Source: an optimization exercise on an open RTL-to-GDS flow (aim: small area, a short achievable clock period and few clock cycles per item). Production flows keep margins and buffers that such runs may drop. Only simulation tests tie the RTL to the original design; equivalence was not proved. No activity file was given, so power comes from the tool's default toggle rates.

[config.mk]
export PLATFORM = sky130hd
export DESIGN_NAME = kx_line_packer
export DESIGN_NICKNAME = kx_line_packer
export VERILOG_FILES = /design/flow/design.v
export SDC_FILE = /design/flow/constraint.sdc
export NUM_CORES = 4
export LEC_CHECK = 0
export CAP_MARGIN = 20
export CORE_MARGIN = 2
export CORE_UTILIZATION = 40
export CTS_BUF_LIST = sky130_fd_sc_hd__clkbuf_8 sky130_fd_sc_hd__clkbuf_16
export CTS_CLUSTER_DIAMETER = 60
export CTS_CLUSTER_SIZE = 16
export SLEW_MARGIN = 20
[constraint.sdc]
create_clock -name core_clock -period 13.0 [get_ports {clk}]
set_input_delay 2.6000 -clock core_clock [delete_from_list [all_inputs] [get_ports {clk}]]
set_output_delay 2.6000 -clock core_clock [all_outputs]
set_load 0.01 [all_outputs]
[design.v]
module kx_line_packer (
    input  wire        clk,
    input  wire        rst,
    input  wire [11:0] cfg_nozzles,    
    input  wire [3:0]  cfg_def,        
    input  wire [1:0]  cfg_op1,        
    input  wire [1:0]  cfg_op2,
    input  wire [1:0]  cfg_op3,
    input  wire        cfg_mask_en,    
    input  wire [31:0] cfg_sub,        
    input  wire [1:0]  cfg_sub_cap,
    input  wire [11:0] cfg_ovl_hi,     
    input  wire [11:0] cfg_ovl_lo,     
    input  wire        in_valid,
    output wire        in_ready,
    input  wire [3:0]  in_line,        
    input  wire [15:0] in_l0,          
    input  wire [15:0] in_l1,
    input  wire [15:0] in_l2,
    input  wire [15:0] in_l3,
    input  wire [2:0]  in_cov,         
    input  wire [7:0]  in_mask,        
    input  wire [7:0]  in_dead,        
    output reg         out_valid,
    output reg         out_last,
    output reg  [15:0] out_codes
);
    localparam LANES = 8;
    integer i;
    function gt2(input [1:0] a, input [1:0] b);
        gt2 = (a[1] & ~b[1]) | (a[1] & a[0] & ~b[0]) | (~b[1] & a[0] & ~b[0]);
    endfunction
    function [1:0] max2(input [1:0] a, input [1:0] b);
        max2 = gt2(a, b) ? a : b;
    endfunction
    function [1:0] min2(input [1:0] a, input [1:0] b);
        min2 = gt2(b, a) ? a : b;
    endfunction
    function [1:0] apply_layer(input [1:0] v, input [1:0] u, input [1:0] op,
                               input active);
        begin
            apply_layer = v;
            if (active && u != 2'b00) begin
                case (op)
                    2'd0:    apply_layer = u;
                    2'd1:    apply_layer = max2(v, u);
                    2'd2:    apply_layer = 2'b00;
                    default: apply_layer = v;
                endcase
            end
        end
    endfunction
    function [7:0] dither(input [3:0] x, input [3:0] y);
        reg [3:0] a;
        begin
            a = x ^ y;
            dither = {a[0], y[0], a[1], y[1], a[2], y[2], a[3], y[3]};
        end
    endfunction
    function [13:0] add13(input [12:0] x, input [12:0] y, input ci);
        reg [13:0] g, p;
        reg [13:0] gn, pn;
        integer k, l, j;
        begin
            g[0] = ci;
            p[0] = 1'b0;
            for (k = 0; k < 13; k = k + 1) begin
                g[k+1] = x[k] & y[k];
                p[k+1] = x[k] | y[k];
            end
            for (l = 0; l < 4; l = l + 1) begin
                gn = g;
                pn = p;
                for (k = 0; k < 14; k = k + 1) begin
                    if ((k >> l) & 1) begin
                        j = ((k >> l) << l) - 1;
                        gn[k] = g[k] | (p[k] & g[j]);
                        pn[k] = p[k] & p[j];
                    end
                end
                g = gn;
                p = pn;
            end
            for (k = 0; k < 13; k = k + 1)
                add13[k] = x[k] ^ y[k] ^ g[k];
            add13[13] = g[13];
        end
    endfunction
    function ge13(input [12:0] x, input [12:0] y);
        reg [13:0] g, p;
        reg [13:0] gn, pn;
        integer k, l, j;
        begin
            g[0] = 1'b1;
            p[0] = 1'b0;
            for (k = 0; k < 13; k = k + 1) begin
                g[k+1] = x[k] & ~y[k];
                p[k+1] = x[k] | ~y[k];
            end
            for (l = 0; l < 4; l = l + 1) begin
                gn = g;
                pn = p;
                for (k = 0; k < 14; k = k + 1) begin
                    if ((k >> l) & 1) begin
                        j = ((k >> l) << l) - 1;
                        gn[k] = g[k] | (p[k] & g[j]);
                        pn[k] = p[k] & p[j];
                    end
                end
                g = gn;
                p = pn;
            end
            ge13 = g[13];
        end
    endfunction
    function [13:0] radd13(input [12:0] x, input [12:0] y, input ci);
        integer k;
        reg     c;
        begin
            c = ci;
            for (k = 0; k < 13; k = k + 1) begin
                radd13[k] = x[k] ^ y[k] ^ c;
                c = (x[k] & y[k]) | (c & (x[k] ^ y[k]));
            end
            radd13[13] = c;
        end
    endfunction
    function rge13(input [12:0] x, input [12:0] y);
        integer k;
        reg     c;
        begin
            c = 1'b1;
            for (k = 0; k < 13; k = k + 1)
                c = (x[k] == y[k]) ? c : x[k];
            rge13 = c;
        end
    endfunction
    function [25:0] csa13(input [12:0] x, input [12:0] y, input [12:0] z);
        integer k;
        begin
            for (k = 0; k < 13; k = k + 1) begin
                csa13[k]      = x[k] ^ y[k] ^ z[k];
                csa13[13 + k] = (x[k] & y[k]) | (x[k] & z[k]) | (y[k] & z[k]);
            end
        end
    endfunction
    reg  [11:0] r_wlo, r_whi, r_hs;
    reg  [31:0] r_subm;
    reg  [3:0]  r_def;
    reg  [1:0]  r_op1, r_op2, r_op3;
    reg         r_mask_en;
    wire [13:0] hs_s = add13({1'b0, cfg_nozzles}, ~{1'b0, cfg_ovl_hi}, 1'b1);
    always @(posedge clk) begin
        r_wlo <= cfg_ovl_lo;
        r_whi <= cfg_ovl_hi;
        r_hs  <= hs_s[11:0];                        
        r_def     <= cfg_def;
        r_op1     <= cfg_op1;
        r_op2     <= cfg_op2;
        r_op3     <= cfg_op3;
        r_mask_en <= cfg_mask_en;
        for (i = 0; i < 16; i = i + 1)
            r_subm[2*i +: 2] <= min2(cfg_sub_cap, cfg_sub[2*i +: 2]);
    end
    reg         tbl_ok;
    reg  [4:0]  eng_t;
    reg  [20:0] lo_e1, lo_e2, lo_e3, lo_e4, lo_e5, lo_e6, lo_e7, lo_e8;    
    reg  [20:0] hi_e1, hi_e2, hi_e3, hi_e4, hi_e5, hi_e6, hi_e7, hi_e8;
    reg  [20:0] hi_init;                             
    wire        eng_run  = ~tbl_ok & (in_valid | (eng_t != 5'd0));
    wire [4:0]  eng_tn   = (eng_t == 5'd19) ? 5'd0 : eng_t + 5'd1;
    wire [3:0]  eng_nn   = eng_tn[3:0] - 4'd10;      
    wire [3:0]  hi_init_o = 4'd8 - {1'b0, r_hs[2:0]};
    reg         eng_isdv, eng_d0, eng_clr, eng_iswk, eng_c2, eng_c3, eng_c4,
                eng_c5, eng_c6, eng_c7, eng_icap, eng_last;
    wire        eng_done = ~tbl_ok & eng_last;
    function [20:0] div_step(input d0, input [20:0] e1, input [11:0] wm1);
        reg [12:0] x;
        reg [13:0] sd;
        begin
            x  = {(d0 ? 12'd0 : e1[11:0]), d0};
            sd = add13(x, ~{1'b0, wm1}, 1'b0);        
            div_step = {(d0 ? 8'd0 : e1[19:12]), ~sd[12], sd[12] ? x[11:0] : sd[11:0]};
        end
    endfunction
    function [20:0] walk_step(input [20:0] e, input [20:0] e1, input [12:0] e1m);
        reg [13:0] s, sd, as0, as1, as;
        begin
            s   = add13({1'b0, e[11:0]}, {1'b0, e1[11:0]}, 1'b0);
            sd  = add13({1'b0, e[11:0]}, e1m, 1'b0);
            as0 = add13({4'd0, e[20:12]}, {4'd0, e1[20:12]}, 1'b0);
            as1 = add13({4'd0, e[20:12]}, {4'd0, e1[20:12]}, 1'b1);
            as  = sd[12] ? as0 : as1;
            walk_step[11:0]  = sd[12] ? s[11:0] : sd[11:0];
            walk_step[20:12] = as[9] ? 9'h1ff : as[8:0];
        end
    endfunction
    reg  [12:0] lo_e1m, hi_e1m;
    wire [20:0] lo_dnx = div_step(eng_d0, lo_e1, r_wlo);
    wire [20:0] hi_dnx = div_step(eng_d0, hi_e1, r_whi);
    wire [20:0] lo_wnx = walk_step(lo_e8, lo_e1, lo_e1m);
    wire [20:0] hi_wnx = walk_step(hi_e8, hi_e1, hi_e1m);
    wire [13:0] lo_e1m_s = add13({1'b0, lo_e1[11:0]}, ~{1'b0, r_wlo}, 1'b0);
    wire [13:0] hi_e1m_s = add13({1'b0, hi_e1[11:0]}, ~{1'b0, r_whi}, 1'b0);
    wire line_idle;
    always @(posedge clk) begin
        if (rst) begin
            tbl_ok   <= 1'b0;
            eng_t    <= 5'd0;
            eng_isdv <= 1'b0;
            eng_d0   <= 1'b0;
            eng_clr  <= 1'b0;
            eng_iswk <= 1'b0;
            eng_c2   <= 1'b0;
            eng_c3   <= 1'b0;
            eng_c4   <= 1'b0;
            eng_c5   <= 1'b0;
            eng_c6   <= 1'b0;
            eng_c7   <= 1'b0;
            eng_icap <= 1'b0;
            eng_last <= 1'b0;
        end else begin
            if (eng_run) begin
                eng_t    <= eng_tn;
                eng_isdv <= (eng_tn >= 5'd1) & (eng_tn <= 5'd9);
                eng_d0   <= (eng_tn == 5'd1);
                eng_clr  <= (eng_tn == 5'd10);
                eng_iswk <= (eng_tn >= 5'd11) & (eng_tn <= 5'd18);
                eng_c2   <= (eng_tn == 5'd12);
                eng_c3   <= (eng_tn == 5'd13);
                eng_c4   <= (eng_tn == 5'd14);
                eng_c5   <= (eng_tn == 5'd15);
                eng_c6   <= (eng_tn == 5'd16);
                eng_c7   <= (eng_tn == 5'd17);
                eng_icap <= (eng_tn >= 5'd11) & (eng_tn <= 5'd18) & (eng_nn == hi_init_o);
                eng_last <= (eng_tn == 5'd19);
            end
            if (eng_done)
                tbl_ok <= 1'b1;
            else if (line_idle)
                tbl_ok <= 1'b0;
        end
    end
    always @(posedge clk) begin
        if (eng_isdv) begin
            lo_e1 <= lo_dnx;
            hi_e1 <= hi_dnx;
        end
        lo_e1m <= lo_e1m_s[12:0];
        hi_e1m <= hi_e1m_s[12:0];
        if (eng_clr | eng_iswk) begin
            lo_e8 <= lo_wnx & {21{~eng_clr}};
            hi_e8 <= hi_wnx & {21{~eng_clr}};
        end
        if (eng_c2) begin
            lo_e2 <= lo_wnx;
            hi_e2 <= hi_wnx;
        end
        if (eng_c3) begin
            lo_e3 <= lo_wnx;
            hi_e3 <= hi_wnx;
        end
        if (eng_c4) begin
            lo_e4 <= lo_wnx;
            hi_e4 <= hi_wnx;
        end
        if (eng_c5) begin
            lo_e5 <= lo_wnx;
            hi_e5 <= hi_wnx;
        end
        if (eng_c6) begin
            lo_e6 <= lo_wnx;
            hi_e6 <= hi_wnx;
        end
        if (eng_c7) begin
            lo_e7 <= lo_wnx;
            hi_e7 <= hi_wnx;
        end
        if (eng_icap)
            hi_init <= hi_wnx;
    end
    assign in_ready = tbl_ok;
    wire in_fire = in_valid & tbl_ok;
    reg  [8:0] apos;          
    wire [13:0] apos_s  = radd13({4'd0, apos}, 13'd0, 1'b1);
    wire [8:0]  apos_inc = apos_s[8:0];
    wire        f_last  = (apos_inc == cfg_nozzles[11:3]);
    always @(posedge clk) begin
        if (rst)
            apos <= 9'd0;
        else if (in_fire)
            apos <= f_last ? 9'd0 : apos_inc;
    end
    reg  [15:0] s0_code;
    always @(*) begin : stage0
        reg [1:0] v;
        for (i = 0; i < LANES; i = i + 1) begin
            v = r_def[0] ? in_l0[2*i +: 2] : 2'b00;
            v = apply_layer(v, in_l1[2*i +: 2], r_op1, r_def[1] & in_cov[0]);
            v = apply_layer(v, in_l2[2*i +: 2], r_op2, r_def[2] & in_cov[1]);
            v = apply_layer(v, in_l3[2*i +: 2], r_op3, r_def[3] & in_cov[2]);
            if (r_mask_en && !in_mask[i])
                v = 2'b00;
            s0_code[2*i +: 2] = v;
        end
    end
    reg  [7:0]  lo_t;
    reg  [11:0] lo_rn;
    reg  [7:0]  hi_t;
    reg  [11:0] hi_r;
    function [20:0] fwd_rn(input [7:0] t, input [11:0] rn, input [20:0] e, input [11:0] wm1);
        reg [13:0] d, dw, ts, t1;
        reg [25:0] cs;
        begin
            d  = add13({1'b0, rn}, ~{1'b0, e[11:0]}, 1'b1);
            cs = csa13({1'b0, rn}, ~{1'b0, e[11:0]}, {1'b0, wm1});
            dw = add13(cs[12:0], {cs[24:13], 1'b1}, 1'b1);
            ts = add13({5'd0, t}, {5'd0, e[19:12]}, 1'b0);
            t1 = add13({5'd0, t}, {5'd0, e[19:12]}, 1'b1);
            fwd_rn = {1'b0, d[13] ? ts[7:0] : t1[7:0], d[13] ? d[11:0] : dw[11:0]};
        end
    endfunction
    function [20:0] fwd_r(input [7:0] t, input [11:0] r, input [20:0] e, input [11:0] wm1);
        reg [13:0] s, sd, ts, t1;
        reg [25:0] cs;
        begin
            s  = add13({1'b0, r}, {1'b0, e[11:0]}, 1'b0);
            cs = csa13({1'b0, r}, {1'b0, e[11:0]}, ~{1'b0, wm1});
            sd = add13(cs[12:0], {cs[24:13], 1'b0}, 1'b0);
            ts = add13({5'd0, t}, {5'd0, e[19:12]}, 1'b0);
            t1 = add13({5'd0, t}, {5'd0, e[19:12]}, 1'b1);
            fwd_r = {1'b0, sd[12] ? ts[7:0] : t1[7:0], sd[12] ? s[11:0] : sd[11:0]};
        end
    endfunction
    wire [20:0] lo_s8 = fwd_rn(lo_t, lo_rn, lo_e8, r_wlo);
    wire [20:0] hi_f8 = fwd_r(hi_t, hi_r, hi_e8, r_whi);
    wire [20:0] lo_tb [1:7];
    wire [20:0] hi_tb [1:7];
    assign lo_tb[1] = lo_e1;  assign hi_tb[1] = hi_e1;
    assign lo_tb[2] = lo_e2;  assign hi_tb[2] = hi_e2;
    assign lo_tb[3] = lo_e3;  assign hi_tb[3] = hi_e3;
    assign lo_tb[4] = lo_e4;  assign hi_tb[4] = hi_e4;
    assign lo_tb[5] = lo_e5;  assign hi_tb[5] = hi_e5;
    assign lo_tb[6] = lo_e6;  assign hi_tb[6] = hi_e6;
    assign lo_tb[7] = lo_e7;  assign hi_tb[7] = hi_e7;
    reg  [6:0] lo_c, hi_c;
    always @(*) begin
        for (i = 0; i < 7; i = i + 1) begin
            lo_c[i] = ~rge13({1'b0, lo_rn}, {1'b0, lo_tb[i+1][11:0]});
            hi_c[i] = ~rge13({1'b0, hi_r},  {1'b0, hi_tb[7-i][11:0]});
        end
    end
    wire f_lo_all = ~rge13({4'd0, apos}, {4'd0, r_wlo[11:3]});
    wire f_lo_at  = (apos == r_wlo[11:3]);
    wire f_hi_all = ~rge13({4'd0, r_hs[11:3]}, {4'd0, apos});
    wire f_hi_at  = (apos == r_hs[11:3]);
    always @(posedge clk) begin
        if (eng_done || (in_fire && f_last)) begin
            lo_t  <= 8'd0;
            lo_rn <= r_wlo;
            hi_t  <= hi_init[19:12];
            hi_r  <= hi_init[11:0];
        end else if (in_fire) begin
            lo_t  <= lo_s8[19:12];
            lo_rn <= lo_s8[11:0];
            if (f_hi_all | f_hi_at) begin
                hi_t <= hi_f8[19:12];
                hi_r <= hi_f8[11:0];
            end
        end
    end
    reg              a_valid;
    reg              a_first, a_last, a_pos0;
    reg  [15:0]      a_code;
    reg  [LANES-1:0] a_dead;
    reg  [3:0]       a_x;
    reg  [3:0]       a_pop;       
    reg  [7:0]       a_lo_tb, a_lo_t7, a_hi_t7;
    reg  [6:0]       a_lo_c, a_hi_c;
    reg              a_lo_all, a_lo_at, a_hi_all, a_hi_at;
    always @(posedge clk) begin
        if (rst)
            a_valid <= 1'b0;
        else
            a_valid <= in_fire;
        a_first  <= (apos == 9'd0);
        a_last   <= f_last;
        a_pos0   <= apos[0];
        a_code   <= s0_code;
        a_dead   <= in_dead;
        a_pop    <= {3'd0, in_dead[0]} + {3'd0, in_dead[1]} + {3'd0, in_dead[2]} + {3'd0, in_dead[3]}
                  + {3'd0, in_dead[4]} + {3'd0, in_dead[5]} + {3'd0, in_dead[6]} + {3'd0, in_dead[7]};
        a_x      <= in_line;
        a_lo_tb  <= lo_t;
        a_lo_t7  <= lo_s8[19:12];
        a_hi_t7  <= hi_t;
        a_lo_c   <= lo_c;
        a_hi_c   <= hi_c;
        a_lo_all <= f_lo_all;
        a_lo_at  <= f_lo_at;
        a_hi_all <= f_hi_all;
        a_hi_at  <= f_hi_at;
    end
    reg  [8:0] srv_left;      
    function sign11(input [10:0] x, input [10:0] y, input ci);
        reg [13:0] cy;
        begin
            cy = add13({3'd0, x[9:0]}, {3'd0, y[9:0]}, ci);
            sign11 = x[10] ^ y[10] ^ cy[10];
        end
    endfunction
    function lo_kill_f(input [7:0] t, input [8:0] alpha, input c, input [7:0] d);
        reg [25:0] cs;
        begin
            cs = csa13({5'd0, d}, {2'b11, ~{3'd0, t}}, {2'b11, ~{2'd0, alpha}});
            lo_kill_f = ~sign11(cs[10:0], {cs[22:13], ~c}, 1'b1);
        end
    endfunction
    function hi_kill_f(input [7:0] t, input [8:0] alpha, input c, input [7:0] d);
        reg [25:0] cs;
        begin
            cs = csa13({5'd0, t}, {2'b11, ~{3'd0, d}}, {2'b11, ~{2'd0, alpha}});
            hi_kill_f = ~sign11(cs[10:0], {cs[22:13], ~c}, 1'b0);
        end
    endfunction
    reg  [LANES-1:0] s1_served;
    reg  [LANES-1:0] s1_keep;
    reg  [3:0]  pcnt;
    reg  [13:0] srv_d;
    always @(*) begin : stage1
        reg [3:0]  y;
        reg [13:0] ys;
        reg [7:0]  d;
        reg        in_lo, in_hi, lo_kill, hi_kill;
        pcnt = 4'd0;
        for (i = 0; i < LANES; i = i + 1) begin
            s1_served[i] = a_dead[i] & ((|srv_left[8:3]) | (pcnt[2:0] < srv_left[2:0]));
            pcnt = pcnt + {3'd0, a_dead[i]};
            y = {a_pos0, i[2:0]};
            d = dither(a_x, y);
            in_lo = a_lo_all | (a_lo_at & (i[2:0] < r_wlo[2:0]));
            case (i)
                0: lo_kill = lo_kill_f(a_lo_tb, lo_e1[20:12], a_lo_c[0], d);
                1: lo_kill = lo_kill_f(a_lo_tb, lo_e2[20:12], a_lo_c[1], d);
                2: lo_kill = lo_kill_f(a_lo_tb, lo_e3[20:12], a_lo_c[2], d);
                3: lo_kill = lo_kill_f(a_lo_tb, lo_e4[20:12], a_lo_c[3], d);
                4: lo_kill = lo_kill_f(a_lo_tb, lo_e5[20:12], a_lo_c[4], d);
                5: lo_kill = lo_kill_f(a_lo_tb, lo_e6[20:12], a_lo_c[5], d);
                6: lo_kill = lo_kill_f(a_lo_tb, lo_e7[20:12], a_lo_c[6], d);
                default: lo_kill = rge13({5'd0, d}, {5'd0, a_lo_t7});
            endcase
            ys = radd13({9'd0, a_pos0, i[2:0]}, {9'd0, r_whi[3:0]}, 1'b0);
            y = ys[3:0];
            d = dither(a_x, y);
            in_hi = a_hi_all | (a_hi_at & (i[2:0] >= r_hs[2:0]));
            case (i)
                0: hi_kill = hi_kill_f(a_hi_t7, hi_e7[20:12], a_hi_c[0], d);
                1: hi_kill = hi_kill_f(a_hi_t7, hi_e6[20:12], a_hi_c[1], d);
                2: hi_kill = hi_kill_f(a_hi_t7, hi_e5[20:12], a_hi_c[2], d);
                3: hi_kill = hi_kill_f(a_hi_t7, hi_e4[20:12], a_hi_c[3], d);
                4: hi_kill = hi_kill_f(a_hi_t7, hi_e3[20:12], a_hi_c[4], d);
                5: hi_kill = hi_kill_f(a_hi_t7, hi_e2[20:12], a_hi_c[5], d);
                6: hi_kill = hi_kill_f(a_hi_t7, hi_e1[20:12], a_hi_c[6], d);
                default: hi_kill = ~rge13({5'd0, d}, {5'd0, a_hi_t7});
            endcase
            s1_keep[i] = ~(in_lo & lo_kill) & ~(in_hi & hi_kill);
        end
        srv_d = radd13({4'd0, srv_left}, ~{9'd0, a_pop}, 1'b1);
    end
    always @(posedge clk) begin
        if (rst)
            srv_left <= 9'd256;
        else if (a_valid)
            srv_left <= a_last ? 9'd256 : srv_d[13] ? srv_d[8:0] : 9'd0;
    end
    reg              b_valid;
    reg              b_first;
    reg              b_last;
    reg  [15:0]      b_code;
    reg  [LANES-1:0] b_dead;
    reg  [LANES-1:0] b_served;
    reg  [LANES-1:0] b_keep;
    reg  [1:0]       l_code;
    reg              l_dead;
    reg              l_served;
    wire b_out = b_valid & (b_last | a_valid);
    assign line_idle = ~a_valid & ~b_valid & ~out_valid & ~in_fire;
    reg  [1:0] nb_code   [0:LANES+1];
    reg        nb_dead   [0:LANES+1];
    reg        nb_served [0:LANES+1];
    reg  [1:0] rs_up     [0:LANES+1];    
    reg  [1:0] rs_dn     [0:LANES+1];    
    reg  [15:0] s2_codes;
    always @(*) begin : stage2
        reg [3:0] idx;
        reg [1:0] r;
        reg [1:0] o;
        integer   n;
        nb_code[0]   = l_code;
        nb_dead[0]   = l_dead & ~b_first;
        nb_served[0] = l_served & ~b_first;
        for (n = 0; n < LANES; n = n + 1) begin
            nb_code[n+1]   = b_code[2*n +: 2];
            nb_dead[n+1]   = b_dead[n];
            nb_served[n+1] = b_served[n];
        end
        nb_code[LANES+1]   = a_code[1:0];
        nb_dead[LANES+1]   = a_dead[0] & ~b_last;
        nb_served[LANES+1] = a_dead[0] & (|srv_left) & ~b_last;
        for (n = 0; n <= LANES + 1; n = n + 1) begin
            rs_up[n] = 2'b00;
            rs_dn[n] = 2'b00;
        end
        for (n = 0; n <= LANES; n = n + 1) begin
            idx = nb_dead[n] ? {nb_code[n], nb_code[n+1]} : {nb_code[n+1], nb_code[n]};
            r   = r_subm[2*idx +: 2];
            if (nb_served[n] && nb_code[n] != 2'b00)
                rs_dn[n+1] = r;
            if (nb_served[n+1] && nb_code[n+1] != 2'b00)
                rs_up[n] = r;
        end
        for (n = 1; n <= LANES; n = n + 1) begin
            o = max2(nb_code[n], max2(rs_dn[n], rs_up[n]));
            if (nb_dead[n] || !b_keep[n-1])
                o = 2'b00;
            s2_codes[2*(n-1) +: 2] = o;
        end
    end
    always @(posedge clk) begin
        if (rst) begin
            b_valid   <= 1'b0;
            out_valid <= 1'b0;
        end else begin
            out_valid <= b_out;
            if (a_valid)
                b_valid <= 1'b1;
            else if (b_out)
                b_valid <= 1'b0;
        end
    end
    always @(posedge clk) begin
        if (b_out) begin
            out_codes <= s2_codes;
            out_last  <= b_last;
            l_code    <= b_code[15:14];
            l_dead    <= b_dead[LANES-1];
            l_served  <= b_served[LANES-1];
        end
        if (a_valid) begin
            b_first  <= a_first;
            b_last   <= a_last;
            b_code   <= a_code;
            b_dead   <= a_dead;
            b_served <= s1_served;
            b_keep   <= s1_keep;
        end
    end
endmodule
[run.sh]
#!/bin/bash
# synth_recipe.tcl (not shown) runs the flow's synth.tcl, then flattens the netlist and writes it again
# the make line also repeats each setting of config.mk as NAME=value (left out here)
make -C /OpenROAD-flow-scripts/flow DESIGN_CONFIG=/design/flow/config.mk WORK_HOME=/design/flow/orfs CLKGATE_MAP_FILE= SYNTH_SCRIPT=/design/flow/synth_recipe.tcl finish
==> results of run 1 <==
## worst paths after layout
check                                   to  slack, ps  cells after the start
worst min-delay path            a_lo_tb[2]        390                      0
worst max-delay path             hi_e2[12]       7740                     13
worst min register to register  a_lo_tb[2]        390                      0
worst max register to register   hi_e2[12]       7740                     13
## placed cells by master, fill, tap and decap left out, types with 18 or more instances in the layout
cell type | netlist | layout
a21oi_1 | 275 | 275
maj3_1 | 92 | 92
edfxtp_1 | 451 | 451
o221ai_1 | 19 | 19
xnor2_1 | 100 | 97
clkdlybuf4s50_1 | 0 | 188
nor3_1 | 36 | 36
mux4_2 | 72 | 72
nand3b_1 | 20 | 20
mux2i_1 | 107 | 104
nor2_1 | 232 | 230
dfxtp_1 | 229 | 221
buf_4 | 0 | 34
inv_1 | 534 | 542
nand2b_1 | 48 | 48
maj3_2 | 48 | 48
nand3_1 | 24 | 24
and2_1 | 53 | 53
a211oi_1 | 22 | 22
o21a_1 | 22 | 22
o22ai_1 | 30 | 30
o21bai_1 | 41 | 41
ha_1 | 427 | 427
or3_1 | 18 | 18
a31oi_1 | 23 | 23
fa_1 | 171 | 171
a22oi_1 | 26 | 26
o21ai_0 | 181 | 181
xor2_1 | 89 | 89
nor2b_1 | 102 | 102
clkbuf_16 | 0 | 79
nand2_1 | 224 | 224
## synth_stat cells (79+ instances only)
master,instances,share of area (%)
nand2_1,224,1.9
nor2_1,232,2.0
inv_1,534,4.5
o21ai_0,181,2.0
maj3_1,92,2.1
dfxtp_1,229,10
xnor2_1,100,2.0
ha_1,427,12
mux2i_1,107,2.4
nor2b_1,102,1.4
a21oi_1,275,3.1
xor2_1,89,1.8
edfxtp_1,451,31
clkbuf_1,79,0.67
fa_1,171,7.7
## power by group
group / switching (W) / internal (W) / total [W]
sequential: 0.000265 / 0.00315 / 0.00341
combinational: 0.00231 / 0.00148 / 0.00380
clock: 0.00101 / 0.00128 / 0.00229
## metrics by stage
stage	hold slack (ps)	instances	setup slack, ps	area (µm²)	util (%)
after global routing	385	5835	7410	50800	46.0
after detailed placement	391	5692	7140	48100	43.6
after global placement	378	5691	7210	48100	43.6
after CTS	388	5833	7720	50800	46.0
after floorplan	355	4069	8020	44400	-
final	393	5836	7740	50800	46.0
## worst max-delay path: stages, from the launching register on
cell and delay [ps]:
edfxtp_1 500, inv_1 200, ha_1 230, and3b_1 210, o21bai_1 120, a2111oi_0 980
nor3_1 250, a221oi_4 300, buf_4 330, mux2i_1 200, a31o_2 300, nor2b_1 160
o22ai_2 630, nand2_1 440
## kinds of logic after synthesis
| kind of cell | Yosys count | synth area share (%) |
|---|---|---|
| AND/OR/NAND/NOR | 825 | 9.14 |
| AO/OA/AOI/OAI | 809 | 11.5 |
| adder cells (fa/ha/maj) | 738 | 23.0 |
| flip-flops | 680 | 40.8 |
| buffers and inverters | 639 | 5.41 |
| XOR/XNOR | 189 | 3.73 |
| multiplexers | 189 | 6.34 |
## per-layer routing
metal  vias to the layer above  share of wire (%)
li1                      14700                  -
met1                     15000                 46
met2                       856                 46
met3                       176                6.2
met4                         4                2.6
met5                         -              0.026
## final cells by class
| type | count | share of cell area [%] |
|---|---|---|
| diodes | 3 | 0.0148 |
| clock buffers | 84 | 4.03 |
| clock inverters | 57 | 1.23 |
| inverters | 550 | 4.06 |
| multi-input cells | 2750 | 47.1 |
| flip-flops and latches | 680 | 35.7 |
| well taps | 1488 | 3.66 |
| repair buffers | 224 | 4.24 |
==> run summary, run 1 <==
- Outcome: complete, no violations
- Final Slew Violations: 0
- Final setup TNS: 0 ps
- HPWL after DPL: 86300 µm
- CTS clk-pin slew, worst paths: 70 ps
- PortBufs: 189
- Clk root buf: clkbuf_16
- Met1 Use GR: 28.1%
- Routed WL: 116000 µm
- Detail Route Antenna Nets: 0
- Flip-flop and latch area: 18100 µm²
- Tmin final: 5260 ps
- First-pass GRT wire length: 178000 µm
- Starting Density: 40.2%
- Power Total: 0.00950 W
- Antenna violations before repair: 6
- Vias in the first global route: 30700
- Crit. End Element: register
- H-tree levels: 3
- Setup CP Type: reg -> reg
- RSZ-0062 raised after global routing: false
- PostCTS Resize Cnt: 0
- Wirelength per Cell: 19.8 µm
- Yosys cell types: 81
- Clock sinks: 680
- GP Congestion: 0.881
- Area occupied by multi-input gates: 23900 µm²
- Worst Hold Class: reg -> reg
- Seq cells post-synth: 680
- Clock latency on the worst-skew pair: 650 ps
- Post-CTS setup buffer count: 0
- IO Pins: 190
- Crit path required time: 13250 ps
- Critical R2R Launch: hi_e8[1]
- Total track usage: 20.3%
- Overall die height: 337 µm
- Largest Register: r_subm
- Async SR Flop Fraction: 0%
- Grt total ovfl: 0
- Average size of a mapped cell: 10.9 µm²
- WP data arrival: 5510 ps
- Layout cells sized above 1: 7.64%
- Warnings, synthesis: 6
- Net Count, Synth: 4838
- CP startpoint: hi_e8[1]
- Worst slew pin tran: 1110 ps
- Achievable clock frequency: 0.190 GHz
- Via Count: 30800
- Relative slew slack: 24.9%
- Sequential area share after synthesis: 40.8%
- Width of the chip: 337 µm
- Hold Fails Final Rpt: 0
- Post-synthesis cell area: 44400 µm²
- Fill count: 10200
- Largest net degree at the start of global routing: 72
- Mapped Cells: 4069
- GR Util met2: 32.7%
- Number of cell rows: 122
- Die Footprint: 114000 µm²
- Critical path fanouts, max: 23
- HP Start: lo_t[2]
- CTS tree: done
- Post-CTS Hold Buffers: 0
- # Max-Cap Violations: 0
- Period utilization: 40.5%
- Layout net count: 5053
- Most used routing layer: met2
- Max FFs per register: 32
- Post-synth EDFFs: 451
- Drt pass-1 iters: 5
- Leakage power: 20.4 nW
- Maximum vdd drop: 0.106 mV
- Area growth, synth to finish: 14.5%
- DRT iter0 DRCs: 2149
- Longest Clk Path Bufs: 3
- Num CTS Buffers: 78
- Synth Flop Type: edfxtp_1
- Clock skew: 29.6 ps
- Power per cell area: 187 nW/µm²
- DRC: 0
- Met3 usage: 3.31%
- Core box area: 110000 µm²
- # setup viols final: 0
- Startpoint types: register
- DR vias/cell: 5.27
Testbench counts, summed over its fixed seeds: cycles 25,312, beats 24,576.
==> run 2: changes to the inputs <==
--- a/design.v
+++ b/design.v
@@ -308,32 +308,35 @@
     reg  [11:0] lo_rn;
     reg  [7:0]  hi_t;
     reg  [11:0] hi_r;
-    function [20:0] fwd_rn(input [7:0] t, input [11:0] rn, input [20:0] e, input [11:0] wm1);
+    reg  [12:0] lo_k8, hi_k8;
+    wire [13:0] lo_k8_s = add13({1'b0, r_wlo}, ~{1'b0, lo_e8[11:0]}, 1'b1);
+    wire [13:0] hi_k8_s = add13({1'b0, hi_e8[11:0]}, ~{1'b0, r_whi}, 1'b0);
+    always @(posedge clk) begin
+        lo_k8 <= lo_k8_s[12:0];
+        hi_k8 <= hi_k8_s[12:0];
+    end
+    function [20:0] fwd_rn(input [7:0] t, input [11:0] rn, input [20:0] e, input [12:0] k);
         reg [13:0] d, dw, ts, t1;
-        reg [25:0] cs;
         begin
             d  = add13({1'b0, rn}, ~{1'b0, e[11:0]}, 1'b1);
-            cs = csa13({1'b0, rn}, ~{1'b0, e[11:0]}, {1'b0, wm1});
-            dw = add13(cs[12:0], {cs[24:13], 1'b1}, 1'b1);
+            dw = add13({1'b0, rn}, k, 1'b1);
             ts = add13({5'd0, t}, {5'd0, e[19:12]}, 1'b0);
             t1 = add13({5'd0, t}, {5'd0, e[19:12]}, 1'b1);
             fwd_rn = {1'b0, d[13] ? ts[7:0] : t1[7:0], d[13] ? d[11:0] : dw[11:0]};
         end
     endfunction
-    function [20:0] fwd_r(input [7:0] t, input [11:0] r, input [20:0] e, input [11:0] wm1);
+    function [20:0] fwd_r(input [7:0] t, input [11:0] r, input [20:0] e, input [12:0] k);
         reg [13:0] s, sd, ts, t1;
-        reg [25:0] cs;
         begin
             s  = add13({1'b0, r}, {1'b0, e[11:0]}, 1'b0);
-            cs = csa13({1'b0, r}, {1'b0, e[11:0]}, ~{1'b0, wm1});
-            sd = add13(cs[12:0], {cs[24:13], 1'b0}, 1'b0);
+            sd = add13({1'b0, r}, k, 1'b0);
             ts = add13({5'd0, t}, {5'd0, e[19:12]}, 1'b0);
             t1 = add13({5'd0, t}, {5'd0, e[19:12]}, 1'b1);
             fwd_r = {1'b0, sd[12] ? ts[7:0] : t1[7:0], sd[12] ? s[11:0] : sd[11:0]};
         end
     endfunction
-    wire [20:0] lo_s8 = fwd_rn(lo_t, lo_rn, lo_e8, r_wlo);
-    wire [20:0] hi_f8 = fwd_r(hi_t, hi_r, hi_e8, r_whi);
+    wire [20:0] lo_s8 = fwd_rn(lo_t, lo_rn, lo_e8, lo_k8);
+    wire [20:0] hi_f8 = fwd_r(hi_t, hi_r, hi_e8, hi_k8);
     wire [20:0] lo_tb [1:7];
     wire [20:0] hi_tb [1:7];
     assign lo_tb[1] = lo_e1;  assign hi_tb[1] = hi_e1;
==> run summary, run 2 <==
- Outcome: complete, no violations (unchanged)
- Critical R2R Launch: a_x[3] (was hi_e8[1])
- Period utilization: 38.3% (was 40.5%)
- Vias in the first global route: 32400 (was 30700)
- Post-CTS setup buffer count: 0 (unchanged)
- Cell mode on critical path: maj3_1
- Longest Clk Path Bufs: 3 (unchanged)
- Layout cells sized above 1: 7.58% (was 7.64%)
- Post-synthesis cell area: 46000 µm² (was 44400 µm²)
- Via Count: 32300 (was 30800)
- R2R setup slack: 8010 ps (was 7740 ps)
- Starting Density: 40.3% (was 40.2%)
- CTS clk-pin slew, worst paths: 70 ps (about the same)
- Async SR Flop Fraction: 0% (unchanged)
- Crit-path cells: xnor2_1 > buf_4 > fa_1 > a31oi_1 > nor2_1 > maj3_1 > maj3_1 > maj3_1 > maj3_1 > maj3_1 > maj3_1 > nor4_1 > a41oi_1 (was inv_1 > ha_1 > and3b_1 > o21bai_1 > a2111oi_0 > nor3_1 > a221oi_4 > buf_4 > mux2i_1 > a31o_2 > nor2b_1 > o22ai_2 > nand2_1)
- Setup CP Type: reg -> reg (unchanged)
- Number of cell rows: 124 (was 122)
- CP startpoint: a_x[3] (was hi_e8[1])
- Die Footprint: 118000 µm² (was 114000 µm²)
- Most common cell after layout, fill and taps aside: inv_1 (unchanged)
- GP Congestion: 0.869 (was 0.881)
- Reg2reg end: b_keep[6] (was hi_e2[12])
- Most frequent cells in the layout: inv_1 (511), ha_1 (472), edfxtp_1 (451), a21oi_1 (263), dfxtp_1 (244) (was inv_1 (542), edfxtp_1 (451), ha_1 (427), a21oi_1 (275), nor2_1 (230))
- Post-CTS Hold Buffers: 0 (unchanged)
- Fin area: 52900 µm² (was 50800 µm²)
- Net Count, Synth: 5058 (was 4838)
- CTS tree: done (unchanged)
- Num CTS Buffers: 89 (was 78)
- Critical path fanouts, max: 7 (was 23)
- Layout net count: 5272 (was 5053)
- Tmin final: 4990 ps (was 5260 ps)
- ANT cells: 0 (was 3)
- Wirelength per Cell: 20.2 µm (was 19.8 µm)
- HPWL after DPL: 90500 µm (was 86300 µm)
- Final Slew Violations: 0 (unchanged)
- Worst Hold Class: reg -> reg (unchanged)
- Slowest CP cell: dfxtp_1 (was a2111oi_0)
- Largest Register: r_subm (unchanged)
- Max FFs per register: 32 (unchanged)
- Sequential area share after synthesis: 40.5% (was 40.8%)
- PortBufs: 189 (unchanged)
- Crit path required time: 13370 ps (was 13250 ps)
- Area contributors post-synth: edfxtp_1 (29%), ha_1 (13%), dfxtp_1 (11%) (was edfxtp_1 (31%), ha_1 (12%), dfxtp_1 (10%))
- Average size of a mapped cell: 10.8 µm² (was 10.9 µm²)
- # Max-Cap Violations: 0 (unchanged)
- Antenna violations before repair: 3 (was 6)
- Final setup TNS: 0 ps (unchanged)
- PostCTS Resize Cnt: 0 (unchanged)
- Achievable clock frequency: 0.201 GHz (was 0.190 GHz)
- Detail Route Antenna Nets: 0 (unchanged)
- Clock latency on the worst-skew pair: 680 ps (was 650 ps)
- Grt total ovfl: 0 (unchanged)
- Mapped Cells: 4260 (was 4069)
- Relative slew slack: 30.3% (was 24.9%)
- Width of the chip: 343 µm (was 337 µm)
- Power per cell area: 215 nW/µm² (was 187 nW/µm²)
- Yosys cell types: 87 (was 81)
- DRT iter0 DRCs: 2223 (was 2149)
- FF-to-FF path depth: 13 (unchanged)
- First-pass GRT wire length: 188000 µm (was 178000 µm)
- Top-count cell post-synth: inv_1 (unchanged)
- Routed WL: 122000 µm (was 116000 µm)
- Worst slew pin tran: 1030 ps (was 1110 ps)
- Synth top area share: 29.4% (was 30.5%)
- Drt pass-1 iters: 5 (unchanged)
- Warnings, synthesis: 6 (unchanged)
- Hold Fails Final Rpt: 0 (unchanged)
- WP data arrival: 5350 ps (was 5510 ps)
- Clock sinks: 705 (was 680)
- Placed cell area: 49700 µm² (was 48100 µm²)
- Total track usage: 20.7% (was 20.3%)
- Biggest area consumer among synthesized cells: edfxtp_1 (unchanged)
- Clock skew: 36.9 ps (was 29.6 ps)
- Overall die height: 343 µm (was 337 µm)
- Core box area: 114000 µm² (was 110000 µm²)
- Worst setup path endpoint: b_keep[6] (was hi_e2[12])
- Clk root buf: clkbuf_16 (unchanged)
- DR vias/cell: 5.33 (was 5.27)
- Largest net degree at the start of global routing: 68 (was 72)
- DRC: 0 (unchanged)
- Leakage power: 21.4 nW (was 20.4 nW)
- IO Pins: 190 (unchanged)
- RSZ-0062 raised after global routing: false (unchanged)
- Seq cells post-synth: 705 (was 680)
- Startpoint types: register (unchanged)
- Synth Flop Type: edfxtp_1 (unchanged)
- Top cells by count, synth: inv_1 (507), ha_1 (472), edfxtp_1 (451) (was inv_1 (534), edfxtp_1 (451), ha_1 (427))
- Post-synth EDFFs: 451 (unchanged)
- CP peak stage delay: 670 ps (was 980 ps)
- Crit. End Element: register (unchanged)
- # setup viols final: 0 (unchanged)
- Maximum vdd drop: 0.146 mV (was 0.106 mV)
- Area growth, synth to finish: 15.0% (was 14.5%)
- H-tree levels: 3 (unchanged)
[run 2: changes by cell type after synthesis, moves of 25 or more]
| cell | delta |
|---|---|
| inv_1 | -27 |
| maj3_2 | -37 |
| ha_1 | +45 |
| nand2b_1 | +43 |
| nor2b_1 | +51 |
| dfxtp_1 | +25 |
[run 2: per-stage QoR]
stage	hold slack (ps)	instances	total power, W	util (%)	setup WS [ps]
global placement	367	5895	0.00864	43.5	7420
detailed placement	369	5895	0.00875	43.5	7370
global route	390	6062	0.0122	46.3	7760
floorplan	355	4260	0.00722	-	8100
finish	376	6062	0.0113	46.3	8010
CTS	377	6062	0.0114	46.3	8010
[run 2: layout make-up]
| type | instances | area (µm²) |
|---|---|---|
| Multi-Input combinational cell | 2941 | 25100 |
| Tap cell | 1512 | 1890 |
| Clock buffer | 97 | 2390 |
| Fill cell | 10600 | 61300 |
| Timing Repair Buffer | 220 | 2120 |
| Sequential cell | 705 | 18600 |
| Inverter | 517 | 1940 |
| Clock inverter | 70 | 793 |
[run 2: critical path: cells and delay by family (launching register included)]
| family | cells | cell delay, ps |
|---|---|---|
| adders and majority gates | 7 | 2660 |
| DFF | 1 | 670 |
| AOI/OAI and AO/OA | 2 | 330 |
| xor gates and xnor gates | 1 | 270 |
| and+or+nand+nor | 2 | 460 |
| buffers and inverters | 1 | 260 |
[run 2: kinds of logic (layout without fill, tap and decap cells)]
group / count (synthesis) / in the layout / share of synthesized area, %
AND/OR/NAND/NOR: 979 / 979 / 10.7
AO/OA/AOI/OAI: 827 / 827 / 11.6
adder cells (fa/ha/maj): 744 / 744 / 22.2
flip-flops: 705 / 705 / 40.5
buffers and inverters: 614 / 904 / 5.02
XOR/XNOR: 205 / 205 / 3.90
multiplexers: 186 / 186 / 6.09
[run 2: per-layer routing]
layer	vias to the layer above	track usage [%]	part of all wire, %
met5	-	0	0.0082
met1	15800	27.4	44
met4	2	5.87	2.4
li1	15400	-	-
met2	880	35.1	48
met3	197	2.99	5.7
[run 2: report_power, final]
part | internal (W) | leakage, nW | switching (W)
logic | 0.00190 | 13.6 | 0.00293
registers | 0.00346 | 6.18 | 0.000396
clock network | 0.00147 | 1.58 | 0.00118
total | 0.00683 | 21.4 | 0.00451
[run 2: worst min-delay path by stage]
stage / slack [ps] / end / start / cells after the start
5_1_grt: 390 / a_lo_tb[2] / lo_t[2] / 0
2_1_floorplan: 350 / a_lo_tb[0] / lo_t[0] / 0
3_3_place_gp: 370 / a_lo_tb[0] / lo_t[0] / 0
6_report: 380 / a_lo_tb[2] / lo_t[2] / 0
4_1_cts: 380 / a_lo_tb[2] / lo_t[2] / 0
3_5_place_dp: 370 / a_lo_tb[0] / lo_t[0] / 0
Testbench counts of run 2, summed over its fixed seeds: cycles 25,312, beats 24,576.
==> run 3: changes to the inputs <==
--- a/design.v
+++ b/design.v
@@ -164,9 +164,9 @@
     end
     reg         tbl_ok;
     reg  [4:0]  eng_t;
-    reg  [20:0] lo_e1, lo_e2, lo_e3, lo_e4, lo_e5, lo_e6, lo_e7, lo_e8;    
-    reg  [20:0] hi_e1, hi_e2, hi_e3, hi_e4, hi_e5, hi_e6, hi_e7, hi_e8;
-    reg  [20:0] hi_init;                             
+    reg  [19:0] lo_e1, lo_e2, lo_e3, lo_e4, lo_e5, lo_e6, lo_e7, lo_e8;    
+    reg  [19:0] hi_e1, hi_e2, hi_e3, hi_e4, hi_e5, hi_e6, hi_e7, hi_e8;
+    reg  [19:0] hi_init;                             
     wire        eng_run  = ~tbl_ok & (in_valid | (eng_t != 5'd0));
     wire [4:0]  eng_tn   = (eng_t == 5'd19) ? 5'd0 : eng_t + 5'd1;
     wire [3:0]  eng_nn   = eng_tn[3:0] - 4'd10;      
@@ -174,32 +174,32 @@
     reg         eng_isdv, eng_d0, eng_clr, eng_iswk, eng_c2, eng_c3, eng_c4,
                 eng_c5, eng_c6, eng_c7, eng_icap, eng_last;
     wire        eng_done = ~tbl_ok & eng_last;
-    function [20:0] div_step(input d0, input [20:0] e1, input [11:0] wm1);
+    function [19:0] div_step(input d0, input [19:0] e1, input [11:0] wm1);
         reg [12:0] x;
         reg [13:0] sd;
         begin
             x  = {(d0 ? 12'd0 : e1[11:0]), d0};
             sd = add13(x, ~{1'b0, wm1}, 1'b0);        
-            div_step = {(d0 ? 8'd0 : e1[19:12]), ~sd[12], sd[12] ? x[11:0] : sd[11:0]};
+            div_step = {(d0 ? 7'd0 : e1[18:12]), ~sd[12], sd[12] ? x[11:0] : sd[11:0]};
         end
     endfunction
-    function [20:0] walk_step(input [20:0] e, input [20:0] e1, input [12:0] e1m);
+    function [19:0] walk_step(input [19:0] e, input [19:0] e1, input [12:0] e1m);
         reg [13:0] s, sd, as0, as1, as;
         begin
             s   = add13({1'b0, e[11:0]}, {1'b0, e1[11:0]}, 1'b0);
             sd  = add13({1'b0, e[11:0]}, e1m, 1'b0);
-            as0 = add13({4'd0, e[20:12]}, {4'd0, e1[20:12]}, 1'b0);
-            as1 = add13({4'd0, e[20:12]}, {4'd0, e1[20:12]}, 1'b1);
+            as0 = add13({5'd0, e[19:12]}, {5'd0, e1[19:12]}, 1'b0);
+            as1 = add13({5'd0, e[19:12]}, {5'd0, e1[19:12]}, 1'b1);
             as  = sd[12] ? as0 : as1;
             walk_step[11:0]  = sd[12] ? s[11:0] : sd[11:0];
-            walk_step[20:12] = as[9] ? 9'h1ff : as[8:0];
+            walk_step[19:12] = as[7:0];
         end
     endfunction
     reg  [12:0] lo_e1m, hi_e1m;
-    wire [20:0] lo_dnx = div_step(eng_d0, lo_e1, r_wlo);
-    wire [20:0] hi_dnx = div_step(eng_d0, hi_e1, r_whi);
-    wire [20:0] lo_wnx = walk_step(lo_e8, lo_e1, lo_e1m);
-    wire [20:0] hi_wnx = walk_step(hi_e8, hi_e1, hi_e1m);
+    wire [19:0] lo_dnx = div_step(eng_d0, lo_e1, r_wlo);
+    wire [19:0] hi_dnx = div_step(eng_d0, hi_e1, r_whi);
+    wire [19:0] lo_wnx = walk_step(lo_e8, lo_e1, lo_e1m);
+    wire [19:0] hi_wnx = walk_step(hi_e8, hi_e1, hi_e1m);
     wire [13:0] lo_e1m_s = add13({1'b0, lo_e1[11:0]}, ~{1'b0, r_wlo}, 1'b0);
     wire [13:0] hi_e1m_s = add13({1'b0, hi_e1[11:0]}, ~{1'b0, r_whi}, 1'b0);
     wire line_idle;
@@ -249,8 +249,8 @@
         lo_e1m <= lo_e1m_s[12:0];
         hi_e1m <= hi_e1m_s[12:0];
         if (eng_clr | eng_iswk) begin
-            lo_e8 <= lo_wnx & {21{~eng_clr}};
-            hi_e8 <= hi_wnx & {21{~eng_clr}};
+            lo_e8 <= lo_wnx & {20{~eng_clr}};
+            hi_e8 <= hi_wnx & {20{~eng_clr}};
         end
         if (eng_c2) begin
             lo_e2 <= lo_wnx;
@@ -315,30 +315,30 @@
         lo_k8 <= lo_k8_s[12:0];
         hi_k8 <= hi_k8_s[12:0];
     end
-    function [20:0] fwd_rn(input [7:0] t, input [11:0] rn, input [20:0] e, input [12:0] k);
+    function [19:0] fwd_rn(input [7:0] t, input [11:0] rn, input [19:0] e, input [12:0] k);
         reg [13:0] d, dw, ts, t1;
         begin
             d  = add13({1'b0, rn}, ~{1'b0, e[11:0]}, 1'b1);
             dw = add13({1'b0, rn}, k, 1'b1);
             ts = add13({5'd0, t}, {5'd0, e[19:12]}, 1'b0);
             t1 = add13({5'd0, t}, {5'd0, e[19:12]}, 1'b1);
-            fwd_rn = {1'b0, d[13] ? ts[7:0] : t1[7:0], d[13] ? d[11:0] : dw[11:0]};
+            fwd_rn = {d[13] ? ts[7:0] : t1[7:0], d[13] ? d[11:0] : dw[11:0]};
         end
     endfunction
-    function [20:0] fwd_r(input [7:0] t, input [11:0] r, input [20:0] e, input [12:0] k);
+    function [19:0] fwd_r(input [7:0] t, input [11:0] r, input [19:0] e, input [12:0] k);
         reg [13:0] s, sd, ts, t1;
         begin
             s  = add13({1'b0, r}, {1'b0, e[11:0]}, 1'b0);
             sd = add13({1'b0, r}, k, 1'b0);
             ts = add13({5'd0, t}, {5'd0, e[19:12]}, 1'b0);
             t1 = add13({5'd0, t}, {5'd0, e[19:12]}, 1'b1);
-            fwd_r = {1'b0, sd[12] ? ts[7:0] : t1[7:0], sd[12] ? s[11:0] : sd[11:0]};
+            fwd_r = {sd[12] ? ts[7:0] : t1[7:0], sd[12] ? s[11:0] : sd[11:0]};
         end
     endfunction
-    wire [20:0] lo_s8 = fwd_rn(lo_t, lo_rn, lo_e8, lo_k8);
-    wire [20:0] hi_f8 = fwd_r(hi_t, hi_r, hi_e8, hi_k8);
-    wire [20:0] lo_tb [1:7];
-    wire [20:0] hi_tb [1:7];
+    wire [19:0] lo_s8 = fwd_rn(lo_t, lo_rn, lo_e8, lo_k8);
+    wire [19:0] hi_f8 = fwd_r(hi_t, hi_r, hi_e8, hi_k8);
+    wire [19:0] lo_tb [1:7];
+    wire [19:0] hi_tb [1:7];
     assign lo_tb[1] = lo_e1;  assign hi_tb[1] = hi_e1;
     assign lo_tb[2] = lo_e2;  assign hi_tb[2] = hi_e2;
     assign lo_tb[3] = lo_e3;  assign hi_tb[3] = hi_e3;
@@ -412,17 +412,17 @@
             sign11 = x[10] ^ y[10] ^ cy[10];
         end
     endfunction
-    function lo_kill_f(input [7:0] t, input [8:0] alpha, input c, input [7:0] d);
+    function lo_kill_f(input [7:0] t, input [7:0] alpha, input c, input [7:0] d);
         reg [25:0] cs;
         begin
-            cs = csa13({5'd0, d}, {2'b11, ~{3'd0, t}}, {2'b11, ~{2'd0, alpha}});
+            cs = csa13({5'd0, d}, {2'b11, ~{3'd0, t}}, {2'b11, ~{3'd0, alpha}});
             lo_kill_f = ~sign11(cs[10:0], {cs[22:13], ~c}, 1'b1);
         end
     endfunction
-    function hi_kill_f(input [7:0] t, input [8:0] alpha, input c, input [7:0] d);
+    function hi_kill_f(input [7:0] t, input [7:0] alpha, input c, input [7:0] d);
         reg [25:0] cs;
         begin
-            cs = csa13({5'd0, t}, {2'b11, ~{3'd0, d}}, {2'b11, ~{2'd0, alpha}});
+            cs = csa13({5'd0, t}, {2'b11, ~{3'd0, d}}, {2'b11, ~{3'd0, alpha}});
             hi_kill_f = ~sign11(cs[10:0], {cs[22:13], ~c}, 1'b0);
         end
     endfunction
@@ -443,13 +443,13 @@
             d = dither(a_x, y);
             in_lo = a_lo_all | (a_lo_at & (i[2:0] < r_wlo[2:0]));
             case (i)
-                0: lo_kill = lo_kill_f(a_lo_tb, lo_e1[20:12], a_lo_c[0], d);
-                1: lo_kill = lo_kill_f(a_lo_tb, lo_e2[20:12], a_lo_c[1], d);
-                2: lo_kill = lo_kill_f(a_lo_tb, lo_e3[20:12], a_lo_c[2], d);
-                3: lo_kill = lo_kill_f(a_lo_tb, lo_e4[20:12], a_lo_c[3], d);
-                4: lo_kill = lo_kill_f(a_lo_tb, lo_e5[20:12], a_lo_c[4], d);
-                5: lo_kill = lo_kill_f(a_lo_tb, lo_e6[20:12], a_lo_c[5], d);
-                6: lo_kill = lo_kill_f(a_lo_tb, lo_e7[20:12], a_lo_c[6], d);
+                0: lo_kill = lo_kill_f(a_lo_tb, lo_e1[19:12], a_lo_c[0], d);
+                1: lo_kill = lo_kill_f(a_lo_tb, lo_e2[19:12], a_lo_c[1], d);
+                2: lo_kill = lo_kill_f(a_lo_tb, lo_e3[19:12], a_lo_c[2], d);
+                3: lo_kill = lo_kill_f(a_lo_tb, lo_e4[19:12], a_lo_c[3], d);
+                4: lo_kill = lo_kill_f(a_lo_tb, lo_e5[19:12], a_lo_c[4], d);
+                5: lo_kill = lo_kill_f(a_lo_tb, lo_e6[19:12], a_lo_c[5], d);
+                6: lo_kill = lo_kill_f(a_lo_tb, lo_e7[19:12], a_lo_c[6], d);
                 default: lo_kill = rge13({5'd0, d}, {5'd0, a_lo_t7});
             endcase
             ys = radd13({9'd0, a_pos0, i[2:0]}, {9'd0, r_whi[3:0]}, 1'b0);
@@ -457,13 +457,13 @@
             d = dither(a_x, y);
             in_hi = a_hi_all | (a_hi_at & (i[2:0] >= r_hs[2:0]));
             case (i)
-                0: hi_kill = hi_kill_f(a_hi_t7, hi_e7[20:12], a_hi_c[0], d);
-                1: hi_kill = hi_kill_f(a_hi_t7, hi_e6[20:12], a_hi_c[1], d);
-                2: hi_kill = hi_kill_f(a_hi_t7, hi_e5[20:12], a_hi_c[2], d);
-                3: hi_kill = hi_kill_f(a_hi_t7, hi_e4[20:12], a_hi_c[3], d);
-                4: hi_kill = hi_kill_f(a_hi_t7, hi_e3[20:12], a_hi_c[4], d);
-                5: hi_kill = hi_kill_f(a_hi_t7, hi_e2[20:12], a_hi_c[5], d);
-                6: hi_kill = hi_kill_f(a_hi_t7, hi_e1[20:12], a_hi_c[6], d);
+                0: hi_kill = hi_kill_f(a_hi_t7, hi_e7[19:12], a_hi_c[0], d);
+                1: hi_kill = hi_kill_f(a_hi_t7, hi_e6[19:12], a_hi_c[1], d);
+                2: hi_kill = hi_kill_f(a_hi_t7, hi_e5[19:12], a_hi_c[2], d);
+                3: hi_kill = hi_kill_f(a_hi_t7, hi_e4[19:12], a_hi_c[3], d);
+                4: hi_kill = hi_kill_f(a_hi_t7, hi_e3[19:12], a_hi_c[4], d);
+                5: hi_kill = hi_kill_f(a_hi_t7, hi_e2[19:12], a_hi_c[5], d);
+                6: hi_kill = hi_kill_f(a_hi_t7, hi_e1[19:12], a_hi_c[6], d);
                 default: hi_kill = ~rge13({5'd0, d}, {5'd0, a_hi_t7});
             endcase
             s1_keep[i] = ~(in_lo & lo_kill) & ~(in_hi & hi_kill);
==> run summary, run 3 <==
- Outcome: complete, no violations (unchanged)
- Period utilization: 41.8% (was 38.3%)
- Warnings, synthesis: 6 (unchanged)
- Layout cells sized above 1: 6.75% (was 7.58%)
- Yosys cell types: 90 (was 87)
- Cell mode on critical path: maj3_1 (unchanged)
- Met2 routed WL: 50700 µm (was 58300 µm)
- Maximum vdd drop: 0.172 mV (was 0.146 mV)
- Most common cell after layout, fill and taps aside: inv_1 (unchanged)
- Via Count: 31000 (was 32300)
- Synth top area share: 29.1% (was 29.4%)
- Sequential area share after synthesis: 40.5% (about the same)
- Area growth, synth to finish: 14.4% (was 15.0%)
- CTS tree: done (unchanged)
- Routed WL: 115000 µm (was 122000 µm)
- HPWL after DPL: 87300 µm (was 90500 µm)
- Hold Fails Final Rpt: 0 (unchanged)
- Post-synthesis cell area: 44800 µm² (was 46000 µm²)
- Met3 WL: 7130 µm (was 7020 µm)
- HP Start: hi_t[7] (was lo_t[2])
- Leakage power: 20.6 nW (was 21.4 nW)
- Achievable clock frequency: 0.184 GHz (was 0.201 GHz)
- Clock power share: 20.1% (was 23.4%)
- Clock latency on the worst-skew pair: 670 ps (was 680 ps)
- Largest net degree at the start of global routing: 74 (was 68)
- Reg power frac: 34.9% (was 34.0%)
- First-pass GRT wire length: 180000 µm (was 188000 µm)
- Width of the chip: 339 µm (was 343 µm)
- Clk root buf: clkbuf_16 (unchanged)
- Number of cell rows: 122 (was 124)
- Vias in the first global route: 30900 (was 32400)
- Crit path max-delay family: adder cells (unchanged)
- Relative slew slack: 27.8% (was 30.3%)
- FF-to-FF path depth: 14 (was 13)
- Detail Route Antenna Nets: 0 (unchanged)
- CP peak stage delay: 780 ps (was 670 ps)
- Biggest area consumer among synthesized cells: edfxtp_1 (unchanged)
- Tmin final: 5440 ps (was 4990 ps)
- Placed cell area: 48500 µm² (was 49700 µm²)
- Final setup TNS: 0 ps (unchanged)
- Fin cells: 5891 (was 6062)
- Reg2reg end: b_keep[2] (was b_keep[6])
- H-tree levels: 3 (unchanged)
- Layout net count: 5121 (was 5272)
- Worst path bufs/invs: 1 (unchanged)
- CTS clk-pin slew, worst paths: 70 ps (about the same)
- Fin area: 51300 µm² (was 52900 µm²)
- # Max-Cap Violations: 0 (unchanged)
- Post-CTS setup buffer count: 0 (unchanged)
- Critical path fanouts, max: 9 (was 7)
- Worst slew pin tran: 1080 ps (was 1030 ps)
- Setup CP Type: reg -> reg (unchanged)
- Max FFs per register: 32 (unchanged)
- Power Total: 0.0116 W (was 0.0113 W)
- Overall die height: 339 µm (was 343 µm)
- Post-CTS Hold Buffers: 0 (unchanged)
- Crit. End Element: register (unchanged)
- Placed Cells: 5741 (was 5895)
- Clock skew: 33.8 ps (was 36.9 ps)
- Synth Flop Type: edfxtp_1 (unchanged)
- Net Count, Synth: 4918 (was 5058)
- Async SR Flop Fraction: 0% (unchanged)
- DRT iter0 DRCs: 2242 (was 2223)
- Hold depth: 0 (unchanged)
- Top-count cell post-synth: inv_1 (unchanged)
- Post-Route M1 WL: 54200 µm (was 54000 µm)
- Switching pwr: 0.00468 W (was 0.00451 W)
- RSZ-0062 raised after global routing: false (unchanged)
- Wirelength per Cell: 19.5 µm (was 20.2 µm)
- Largest Register: r_subm (unchanged)
- Area contributors post-synth: edfxtp_1 (29%), ha_1 (13%), dfxtp_1 (11%) (unchanged)
- Startpoint types: register (unchanged)
- R2R setup slack: 7560 ps (was 8010 ps)
- Total track usage: 20.0% (was 20.7%)
- Hold Path End: a_hi_t7[7] (was a_lo_tb[2])
- IO Pins: 190 (unchanged)
- PortBufs: 189 (unchanged)
- Slowest CP cell: dfxtp_1 (unchanged)
- Clock sinks: 689 (was 705)
- # setup viols final: 0 (unchanged)
- Highest Signal Layer: met4 (was met5)
- Crit path required time: 13410 ps (was 13370 ps)
- Crit-path cells: xnor2_1 > buf_4 > xor2_1 > xnor2_1 > fa_1 > o31ai_1 > a31oi_1 > maj3_1 > maj3_1 > maj3_1 > maj3_1 > maj3_1 > nor4_1 > a31oi_1 (was xnor2_1 > buf_4 > fa_1 > a31oi_1 > nor2_1 > maj3_1 > maj3_1 > maj3_1 > maj3_1 > maj3_1 > maj3_1 > nor4_1 > a41oi_1)
- Antenna violations before repair: 10 (was 3)
- PostCTS Resize Cnt: 0 (unchanged)
- Longest Clk Path Bufs: 3 (unchanged)
- Num CTS Buffers: 78 (was 89)
- Power per cell area: 226 nW/µm² (was 215 nW/µm²)
- Starting Density: 40.4% (was 40.3%)
- Most frequent cells in the layout: inv_1 (510), ha_1 (464), edfxtp_1 (435), a21oi_1 (272), dfxtp_1 (245) (was inv_1 (511), ha_1 (472), edfxtp_1 (451), a21oi_1 (263), dfxtp_1 (244))
- Sw frac: 40.3% (was 39.8%)
- Drt pass-1 iters: 5 (unchanged)
- GP Congestion: 0.862 (was 0.869)
- Seq cells post-synth: 689 (was 705)
- Mapped Cells: 4130 (was 4260)
- Worst Hold Class: reg -> reg (unchanged)
- Internal power: 0.00693 W (was 0.00683 W)
- Critical Path Stages: 14 (was 13)
- Grt total ovfl: 0 (unchanged)
- DR vias/cell: 5.25 (was 5.33)
- Die Footprint: 115000 µm² (was 118000 µm²)
- DRC: 0 (unchanged)
- Average size of a mapped cell: 10.9 µm² (was 10.8 µm²)
- Core box area: 111000 µm² (was 114000 µm²)
- Fill count: 10200 (was 10600)
- WP data arrival: 5850 ps (was 5350 ps)
- Final Slew Violations: 0 (unchanged)
- Critical R2R Launch: r_whi[3] (was a_x[3])
- Top cells by count, synth: inv_1 (502), ha_1 (464), edfxtp_1 (435) (was inv_1 (507), ha_1 (472), edfxtp_1 (451))
- Post-synth EDFFs: 435 (was 451)
- Comb pwr share: 45.1% (was 42.6%)
run 3: kinds of logic (layout without fill, tap and decap cells):
kind of cell    Yosys count  in the layout  share of synthesized area (%)
compound gates          836            836                           11.9
xor+xnor                217            217                           4.24
fa+ha+maj               735            735                           22.4
buf+inv                 609            878                           5.16
flops                   689            689                           40.5
mux                     191            191                           6.32
other cells               0              4                              0
simple gates            853            853                           9.46
run 3: area by class of cell:
type,count,area (µm²),share of cell area [%]
Antenna cell,4,10.0,0.0195
Timing Repair Buffer,218,2130,4.15
Sequential cell,689,18200,35.4
Inverter,514,1930,3.76
Clock buffer,84,2080,4.05
Multi-Input combinational cell,2832,24400,47.6
Tap cell,1488,1860,3.63
Clock inverter,62,687,1.34
run 3: metal layers:
| metal | up-vias | global-route usage (%) |
|---|---|---|
| met5 | - | 0 |
| met4 | 0 | 5.57 |
| met3 | 155 | 3.47 |
| met2 | 771 | 30.8 |
| met1 | 15100 | 28.8 |
| li1 | 15000 | - |
run 3: worst max-delay path by stage:
stage	startpoint	end	slack (ps)
6_report	r_whi[3]	b_keep[2]	7560
5_1_grt	r_whi[3]	b_keep[5]	7100
4_1_cts	r_whi[3]	b_keep[2]	7550
3_5_place_dp	cfg_ovl_hi[0]	r_hs[11]	6960
3_3_place_gp	cfg_ovl_hi[0]	r_hs[11]	6990
2_1_floorplan	cfg_nozzles[10]	hi_r[0]	7960
run 3: through the flow:
stage | setup WS (ps) | util (%) | hold slack (ps)
final | 7560 | 46.2 | 395
after detailed placement | 6960 | 43.7 | 386
after floorplan | 7960 | - | 355
after global routing | 7100 | 46.2 | 407
after CTS | 7550 | 46.2 | 398
after global placement | 6990 | 43.7 | 388
run 3: worst reg2reg max path, stage by stage (launching register included):
cell and delay (ps):
dfxtp_1 780, xnor2_1 220, buf_4 240, xor2_1 670
xnor2_1 220, fa_1 450, o31ai_1 280, a31oi_1 150
maj3_1 390, maj3_1 390, maj3_1 380, maj3_1 390
maj3_1 380, nor4_1 200, a31oi_1 70
run 3: power by group through the flow:
stage | Sequential [W] | Clock [W] | Combinational (W)
after CTS | 0.00405 | 0.00238 | 0.00528
after floorplan | 0.00394 | 0 | 0.00371
final | 0.00405 | 0.00233 | 0.00523
after global placement | 0.00409 | 0 | 0.00513
after detailed placement | 0.00410 | 0 | 0.00524
after global routing | 0.00411 | 0.00247 | 0.00595
Testbench counts of run 3, summed over its fixed seeds: cycles 25,312, beats 24,576.

## re-timing with driven ports
The results above use ideal ports. As a check the final layouts listed here were re-extracted and re-timed, cells and wires unchanged.
Step 1, drivers: a clkbuf_16 drives clk and a buf_2 each remaining input, both assumed.
Step 2 also shifts input and output timing later by t, the mid clock arrival at the registers, as if the neighbouring blocks saw the same clock.
Slacks: ideal ports / drivers / drivers and shift; pairs: ideal ports / drivers.
| run | shift t [ns] | slack for setup (ns) | latest minus earliest clock arrival (ns) | cell pins on the clock port's net |
|---|---|---|---|---|
| run 1 | 0.699 | 7.736 / 7.736 / 7.179 | 0.031 / 0.032 | 1 |
| run 2 | 0.740 | 8.015 / 8.015 / 7.349 | 0.046 / 0.046 | 1 |
| run 3 | 0.724 | 7.561 / 7.561 / 6.895 | 0.038 / 0.037 | 1 |
After both steps every run listed still meets setup and hold.
